Source: an optimization exercise on an open RTL-to-GDS flow (aim: small area). Production flows keep margins and buffers that such runs may drop.
At most, simulation tests tie the RTL to the original design; equivalence was not proved.
Power figures rest on the tool's default switching activity, not on a simulated workload.

==> inputs of amber <==
## kz_wdog
module kz_wdog (
    input  wire        clk,
    input  wire        rst_n,         
    input  wire        start,         
    input  wire        tick,          
    input  wire [9:0]  period_ms,     
    input  wire        auto_arm,      
    input  wire        req_valid,
    input  wire [1:0]  req_op,        
    input  wire [15:0] req_data,      
    input  wire [7:0]  req_sess,      
    input  wire [1:0]  req_role,      
    input  wire        req_net,       
    output reg         resp_valid,
    output reg  [1:0]  resp_code,     
    output reg  [1:0]  wd_state,      
    output wire [7:0]  miss_cons,     
    output reg  [31:0] miss_total,    
    output reg  [7:0]  owner,         
    output reg  [1:0]  miss_kind,     
    output reg  [1:0]  miss_evt,      
    output reg         force_evt,     
    output reg         w_to_c_evt     
);
    localparam [1:0] DISARMED = 2'd0, AWAITING = 2'd1, ARMED = 2'd2, FORCED = 2'd3;
    localparam [1:0] K_NONE = 2'd0, K_EARLY = 2'd1, K_LATE = 2'd2, K_WRONG = 2'd3;
    localparam [1:0] OP_ARM = 2'd0, OP_TOKEN = 2'd1, OP_DISARM = 2'd2, OP_CLOSE = 2'd3;
    localparam [1:0] R_OK = 2'd0, R_REFUSED = 2'd1, R_MISS = 2'd2;
    localparam [15:0] MASK = 16'hB400;
    function [15:0] lfsr_next(input [15:0] v);
        lfsr_next = v[0] ? ((v >> 1) ^ MASK) : (v >> 1);
    endfunction
    reg  [1:0]  cons;
    assign miss_cons = {6'd0, cons};
    reg  [9:0]  per;        
  ...
Settings: LEC_CHECK=0, CAP_MARGIN=20, CORE_MARGIN=2, CORE_UTILIZATION=80, PLACE_DENSITY=0.88, SLEW_MARGIN=20; clock period 10.0 ns.
standard.sh (not shown) runs the stock make flow with config.mk's settings and CLKGATE_MAP_FILE= SYNTH_SCRIPT=/design/flow/synth_recipe.tcl, a recipe that flattens the netlist after the stock synthesis.
==> flow/flow/run.sh <==
#!/bin/bash
# Layout flow: the standard flow (standard synthesis unchanged), with the port
# buffers made from the smallest buffer, no dummy clock loads in CTS, synthesis
# buffers removed at floorplan and power (area) recovery after global routing.
set -euo pipefail
cd "$(dirname "$0")/.."
bash standard.sh \
    "BUFFER_PORTS_ARGS=-buffer_cell sky130_fd_sc_hd__buf_1" \
    "CTS_ARGS=-sink_clustering_enable -sink_clustering_size 50 -sink_clustering_max_diameter 300 -repair_clock_nets -dont_use_dummy_load" \
    REMOVE_ABC_BUFFERS=1 \
    RECOVER_POWER=100 \
    finish > flow_make.log 2>&1
==> inputs of ember, as changes to amber <==
--- a/flow/flow/run.sh
+++ b/flow/flow/run.sh
@@ -6,7 +6,7 @@
 cd "$(dirname "$0")/.."
 bash standard.sh \
     "BUFFER_PORTS_ARGS=-buffer_cell sky130_fd_sc_hd__buf_1" \
-    "CTS_ARGS=-sink_clustering_enable -sink_clustering_size 50 -sink_clustering_max_diameter 300 -repair_clock_nets -dont_use_dummy_load" \
+    "CTS_ARGS=-sink_clustering_enable -repair_clock_nets -dont_use_dummy_load" \
     REMOVE_ABC_BUFFERS=1 \
     RECOVER_POWER=100 \
     finish > flow_make.log 2>&1
Settings changed: CORE_UTILIZATION 80 to 70, GPL_ROUTABILITY_DRIVEN set to 0, GPL_TIMING_DRIVEN set to 0, PLACE_DENSITY 0.88 to 0.8.
==> summary of the runs <==
In ember the first-iteration DRC count is lower than in amber, by about 26%.
Global-route usage: ember is lower than amber (9.6 points).
Hold slack: amber is better than ember (24 ps).
In area after synthesis, amber and ember do not differ.
Of amber and ember, amber has the higher power (gap 1.4%, measured against ember).
In amber the register-to-register slack is worse than in ember, by 310 ps.
In amber the fmax is smaller than in ember, by about 0.9%.
Between ember and amber, the lower routed wire length is in ember (gap 22%, measured against amber).
In sequential power, amber and ember hardly differ.
Function was not checked in any run of this note: the RTL went through the layout flow alone.

* * *

==> build 53: inputs <==
kz_wdog, a different RTL version from the one above (not shown whole).
Design kz_wdog, start of the top module:
module kz_wdog (
    input  wire        clk,
    input  wire        rst_n,         
    input  wire        start,         
    input  wire        tick,          
    input  wire [9:0]  period_ms,     
    input  wire        auto_arm,      
    input  wire        req_valid,
    input  wire [1:0]  req_op,        
    input  wire [15:0] req_data,      
    input  wire [7:0]  req_sess,      
    input  wire [1:0]  req_role,      
    input  wire        req_net,       
    output reg         resp_valid,
    output reg  [1:0]  resp_code,     
    output reg  [1:0]  wd_state,      
    output reg  [7:0]  miss_cons,     
    output reg  [31:0] miss_total,    
    output reg  [7:0]  owner,         
    output reg  [1:0]  miss_kind,     
    output reg  [1:0]  miss_evt,      
    output reg         force_evt,     
    output reg         w_to_c_evt     
);
==> module kz_wdog, before the edit <==
module kz_wdog (
    input  wire        clk,
    input  wire        rst_n,         
    input  wire        start,         
    input  wire        tick,          
    input  wire [9:0]  period_ms,     
    input  wire        auto_arm,      
    input  wire        req_valid,
    input  wire [1:0]  req_op,        
    input  wire [15:0] req_data,      
    input  wire [7:0]  req_sess,      
    input  wire [1:0]  req_role,      
    input  wire        req_net,       
    output reg         resp_valid,
    output reg  [1:0]  resp_code,     
    output reg  [1:0]  wd_state,      
    output reg  [7:0]  miss_cons,     
    output reg  [31:0] miss_total,    
    output reg  [7:0]  owner,         
    output reg  [1:0]  miss_kind,     
    output reg  [1:0]  miss_evt,      
    output reg         force_evt,     
    output reg         w_to_c_evt     
);
    localparam [1:0] DISARMED = 2'd0, AWAITING = 2'd1, ARMED = 2'd2, FORCED = 2'd3;
    localparam [1:0] K_NONE = 2'd0, K_EARLY = 2'd1, K_LATE = 2'd2, K_WRONG = 2'd3;
    localparam [1:0] OP_ARM = 2'd0, OP_TOKEN = 2'd1, OP_DISARM = 2'd2, OP_CLOSE = 2'd3;
    localparam [1:0] R_OK = 2'd0, R_REFUSED = 2'd1, R_MISS = 2'd2;
    localparam [15:0] MASK = 16'hB400;
    function [15:0] lfsr_next(input [15:0] v);
        lfsr_next = v[0] ? ((v >> 1) ^ MASK) : (v >> 1);
    endfunction
    reg  [9:0]  per;        
    reg  [20:0] elapsed;    
    reg  [15:0] expected;   
    wire [20:0] quarter_us  = per * 21'd250;
    wire [20:0] period_us   = per * 21'd1000;
    wire [20:0] deadline_us = per * 21'd2000;
    wire is_service  = req_role[1];
    wire is_operator = (req_role == 2'd1);
    wire may_arm = is_service ||
                   (!req_net && is_operator &&
                    (wd_state == DISARMED || wd_state == AWAITING ||
                     owner == 8'hFF || owner == req_sess));
    wire may_disarm = is_service || (owner != 8'hFF && owner == req_sess);
    wire [20:0] elapsed_next = tick ? elapsed + 21'd1 : elapsed;
    wire [20:0] restart_el   = tick ? 21'd1 : 21'd0;
    wire do_arm    = req_valid && req_op == OP_ARM && req_data != 16'd0 && may_arm;
    wire do_token  = req_valid && req_op == OP_TOKEN && wd_state == ARMED &&
                     owner != 8'hFF && owner == req_sess;
    wire tok_early = elapsed < quarter_us;
    wire tok_ok    = !tok_early && req_data == expected;
    wire do_disarm = req_valid && req_op == OP_DISARM && may_disarm;
    wire do_close  = req_valid && req_op == OP_CLOSE && owner == req_sess;
    wire req_ok    = do_arm || do_disarm || (req_valid && req_op == OP_CLOSE) ||
                     (do_token && tok_ok);
    wire late_fire = tick && wd_state == ARMED && elapsed == period_us;
    wire dl_fire   = tick && wd_state == AWAITING && elapsed == deadline_us;
    always @(posedge clk) begin
        resp_valid <= 1'b0;
        resp_code  <= R_OK;
        miss_evt   <= 2'd0;
        force_evt  <= 1'b0;
        w_to_c_evt <= 1'b0;
        if (!rst_n || start) begin
            wd_state  <= auto_arm ? AWAITING : DISARMED;
            miss_cons <= 8'd0;
            owner     <= 8'hFF;
            miss_kind <= K_NONE;
            per       <= period_ms;
            elapsed   <= restart_el;
            expected  <= 16'd0;
            if (!rst_n)
                miss_total <= 32'd0;
            if (rst_n && req_valid) begin
                resp_valid <= 1'b1;
                resp_code  <= R_REFUSED;
            end
        end else begin
            if (req_valid) begin
                resp_valid <= 1'b1;
                resp_code  <= req_ok ? R_OK : (do_token ? R_MISS : R_REFUSED);
            end
            elapsed <= elapsed_next;
            if (do_arm) begin
                w_to_c_evt <= 1'b1;
                wd_state   <= ARMED;
                miss_cons  <= 8'd0;
                owner      <= req_sess;
                per        <= period_ms;
                expected   <= lfsr_next(req_data);
                elapsed    <= restart_el;
            end else if (do_token) begin
                elapsed <= restart_el;
                if (tok_ok) begin
                    expected  <= lfsr_next(expected);
                    miss_cons <= 8'd0;
                end else begin
                    miss_evt   <= 2'd1;
                    miss_total <= miss_total + 32'd1;
                    miss_kind  <= tok_early ? K_EARLY : K_WRONG;
                    miss_cons  <= miss_cons + 8'd1;
                    if (miss_cons != 8'd0) begin
                        wd_state  <= FORCED;
                        force_evt <= 1'b1;
                    end
                end
            end else if (do_disarm) begin
                w_to_c_evt <= 1'b1;
                wd_state   <= DISARMED;
                owner      <= 8'hFF;
            end else begin
                if (do_close)
                    owner <= 8'hFF;
                if (late_fire) begin
                    miss_evt   <= 2'd1;
                    miss_total <= miss_total + 32'd1;
                    miss_kind  <= K_LATE;
                    miss_cons  <= miss_cons + 8'd1;
                    elapsed    <= 21'd1;
                    if (miss_cons != 8'd0) begin
                        wd_state  <= FORCED;
                        force_evt <= 1'b1;
                    end
                end else if (dl_fire) begin
                    miss_evt   <= 2'd2;
                    miss_total <= miss_total + 32'd2;
                    miss_kind  <= K_LATE;
                    miss_cons  <= 8'd2;
                    wd_state   <= FORCED;
                    force_evt  <= 1'b1;
                end
            end
        end
    end
endmodule
export LEC_CHECK = 0
export CAP_MARGIN = 20
export CORE_MARGIN = 2
export CORE_UTILIZATION = 40
export SLEW_MARGIN = 20
create_clock -name core_clock -period 10.0 [get_ports {clk}]
run.sh (not shown) runs the stock make flow with config.mk's settings and CLKGATE_MAP_FILE= SYNTH_SCRIPT=/design/flow/synth_recipe.tcl, a recipe that flattens the netlist after the stock synthesis.
Stock flow here: none of the scripts above is used.
==> inputs of trial 80, as changes to build 53 <==
==> flow/design.v (replaced) <==
module kz_wdog (
    input  wire        clk,
    input  wire        rst_n,         
    input  wire        start,         
    input  wire        tick,          
    input  wire [9:0]  period_ms,     
    input  wire        auto_arm,      
    input  wire        req_valid,
    input  wire [1:0]  req_op,        
    input  wire [15:0] req_data,      
    input  wire [7:0]  req_sess,      
    input  wire [1:0]  req_role,      
    input  wire        req_net,       
    output reg         resp_valid,
    output reg  [1:0]  resp_code,     
    output reg  [1:0]  wd_state,      
    output wire [7:0]  miss_cons,     
    output reg  [31:0] miss_total,    
    output reg  [7:0]  owner,         
    output reg  [1:0]  miss_kind,     
    output reg  [1:0]  miss_evt,      
    output reg         force_evt,     
    output reg         w_to_c_evt     
);
    localparam [1:0] DISARMED = 2'd0, AWAITING = 2'd1, ARMED = 2'd2, FORCED = 2'd3;
    localparam [1:0] K_NONE = 2'd0, K_EARLY = 2'd1, K_LATE = 2'd2, K_WRONG = 2'd3;
    localparam [1:0] OP_ARM = 2'd0, OP_TOKEN = 2'd1, OP_DISARM = 2'd2, OP_CLOSE = 2'd3;
    localparam [1:0] R_OK = 2'd0, R_REFUSED = 2'd1, R_MISS = 2'd2;
    localparam [15:0] MASK = 16'hB400;
    function [15:0] lfsr_next(input [15:0] v);
        lfsr_next = v[0] ? ((v >> 1) ^ MASK) : (v >> 1);
    endfunction
    reg  [1:0]  cons;
    assign miss_cons = {6'd0, cons};
    reg  [9:0]  per;        
    reg  [15:0] expected;   
    reg  [7:0]  r;          
    reg  [1:0]  qa;         
    reg  [9:0]  qm;         
    reg         ph;         
    wire restart = !rst_n || start;
    wire armed    = (wd_state == ARMED);
    wire awaiting = (wd_state == AWAITING);
    wire own_none  = (owner == 8'hFF);
    wire own_match = !own_none && (owner == req_sess);
    wire is_service  = req_role[1];
    wire is_operator = (req_role == 2'd1);
    wire may_arm = is_service ||
                   (!req_net && is_operator && (!wd_state[1] || own_none || own_match));
    wire may_disarm = is_service || own_match;
    wire qz = (qm == 10'd0);
    wire do_arm    = req_valid && req_op == OP_ARM && req_data != 16'd0 && may_arm;
    wire do_token  = req_valid && req_op == OP_TOKEN && armed && own_match;
    wire tok_early = !ph && !qz;
    wire tok_ok    = !tok_early && req_data == expected;
    wire do_disarm = req_valid && req_op == OP_DISARM && may_disarm;
    wire do_close  = req_valid && req_op == OP_CLOSE && owner == req_sess;
    wire req_ok    = do_arm || do_disarm || (req_valid && req_op == OP_CLOSE) ||
                     (do_token && tok_ok);
    wire fire      = tick && ph && qz;
    wire late_fire = fire && armed;
    wire dl_fire   = fire && awaiting;
    wire quiet     = !do_arm && !do_token && !do_disarm;    
    wire tok_miss  = do_token && !tok_ok;
    wire late_miss = quiet && late_fire;
    wire miss1     = tok_miss || late_miss;
    wire dl_miss   = quiet && dl_fire;
    wire        load_per = restart || do_arm;
    wire [9:0]  per_d    = load_per ? period_ms : per;
    wire        t_restart = restart || do_arm || do_token || late_miss;
    wire       r_wrap  = tick && r == 8'd249;
    wire [1:0] qa_last = armed ? (ph ? 2'd2 : 2'd0) : 2'd3;
    wire       qa_wrap = r_wrap && qa == qa_last;
    always @(posedge clk) begin
        per <= per_d;
        if (t_restart) begin
            r  <= {7'd0, tick};
            qa <= 2'd0;
            qm <= per_d;
            ph <= 1'b0;
        end else begin
            r  <= r_wrap ? 8'd0 : r + {7'd0, tick};
            qa <= qa_wrap ? 2'd0 : qa + {1'b0, r_wrap};
            if (!ph && qz) begin
                ph <= 1'b1;
                qm <= per_d;
            end else begin
                qm <= qm - {9'd0, qa_wrap};
            end
        end
        if (do_arm)
            expected <= lfsr_next(req_data);
        else if (do_token && tok_ok)
            expected <= lfsr_next(expected);
        resp_valid <= rst_n && req_valid;
        resp_code  <= R_OK;
        miss_evt   <= 2'd0;
        force_evt  <= 1'b0;
        w_to_c_evt <= 1'b0;
        if (!rst_n)
            miss_total <= 32'd0;
        else if (!start)
            miss_total <= miss_total + {30'd0, dl_miss, miss1};
        if (restart) begin
            wd_state  <= auto_arm ? AWAITING : DISARMED;
            cons      <= 2'd0;
            owner     <= 8'hFF;
            miss_kind <= K_NONE;
            if (rst_n && req_valid)
                resp_code <= R_REFUSED;
        end else begin
            if (req_valid)
                resp_code <= req_ok ? R_OK : (do_token ? R_MISS : R_REFUSED);
            if (do_arm) begin
                w_to_c_evt <= 1'b1;
                wd_state   <= ARMED;
                cons       <= 2'd0;
                owner      <= req_sess;
            end else if (do_token) begin
                if (tok_ok) begin
                    cons <= 2'd0;
                end else begin
                    miss_evt  <= 2'd1;
                    miss_kind <= tok_early ? K_EARLY : K_WRONG;
                    cons      <= cons + 2'd1;
                    if (cons != 2'd0) begin
                        wd_state  <= FORCED;
                        force_evt <= 1'b1;
                    end
                end
            end else if (do_disarm) begin
                w_to_c_evt <= 1'b1;
                wd_state   <= DISARMED;
                owner      <= 8'hFF;
            end else begin
                if (do_close)
                    owner <= 8'hFF;
                if (late_fire) begin
                    miss_evt  <= 2'd1;
                    miss_kind <= K_LATE;
                    cons      <= cons + 2'd1;
                    if (cons != 2'd0) begin
                        wd_state  <= FORCED;
                        force_evt <= 1'b1;
                    end
                end else if (dl_fire) begin
                    miss_evt  <= 2'd2;
                    miss_kind <= K_LATE;
                    cons      <= 2'd2;
                    wd_state  <= FORCED;
                    force_evt <= 1'b1;
                end
            end
        end
    end
endmodule
==> results by group <==
Worst setup path
  • Crit-path slowest cell: clkdlybuf4s50_1

Routing
  • WL met1: between 5 and 6 mm

Synthesis
  • Adder-cell share of the synthesized area: 2.44%
  • Post-Syn Instances: between 500 and 600
  • Register bit total from synthesis: 100
  • Mapped cell area: about 4900 µm²

Pwr
  • Logic power comb: 0.0000779 W
  • Worst VDD drop: approximately 0.073 mV
  • Power Sequential: between 0.0004 and 0.0005 W

Status
  • Status: no timing/DRC/antenna violations
The numbers above come from trial 80.

==> results by group <==
Synthesis
  • Mapped cell area: a little under 9000 µm²
  • Post-Syn Instances: 968
  • Register bit total from synthesis: about 110
  • Seq/Total Area, Yosys: slightly below 30%
  • Adder-cell share of the synthesized area: between 15 and 20%

Status
  • Status: no timing/DRC/antenna violations

Pwr
  • Logic power comb: approximately 0.0016 W
  • Worst VDD drop: between 0.1 and 0.15 mV

Worst setup path
  • Crit-path slowest cell: fa_1

STA
  • Worst clock skew: ~0.013 ns
The numbers above come from build 53.

The RTL of build 53 was laid out without a check of its function.

## what the ideal ports hide
The flow's constraints put no driver on any port. The routed layouts listed below were extracted and timed again, unchanged, in two steps.
Step 1 sets driving cells, clkbuf_16 on the clock port and buf_2 on the other inputs (assumed; they add their load-dependent delay and slew).
Step 2, shift: input delay + t, output delay - t, t = (earliest + latest rising clock arrival at the registers) / 2. This alone moves slack from input paths to output paths.
a / b / c = ideal ports / drivers / drivers and shift; a / b = the first two.
run | t, ns | setup slack, ns | worst register clock-pin slew, ns | worst data-port slew with drivers (ns) | pins driven straight from the clock port
amber | 0.387 | 0.339 / 0.348 / -0.039 | 0.09 / 0.09 | 0.05 | 1
ember | 0.376 | 0.424 / 0.437 / 0.061 | 0.09 / 0.09 | 0.05 | 1
build 53 | 0.403 | 3.143 / 3.143 / 3.143 | 0.08 / 0.08 | 0.06 | 1
trial 80 | 0.373 | 3.656 / 3.673 / 3.300 | 0.07 / 0.07 | 0.05 | 1
With both steps, setup timing fails in amber, where it was met with ideal ports. The setup slack of amber, which loses most, moves by +0.009 ns with the drivers and by -0.378 ns with both steps.
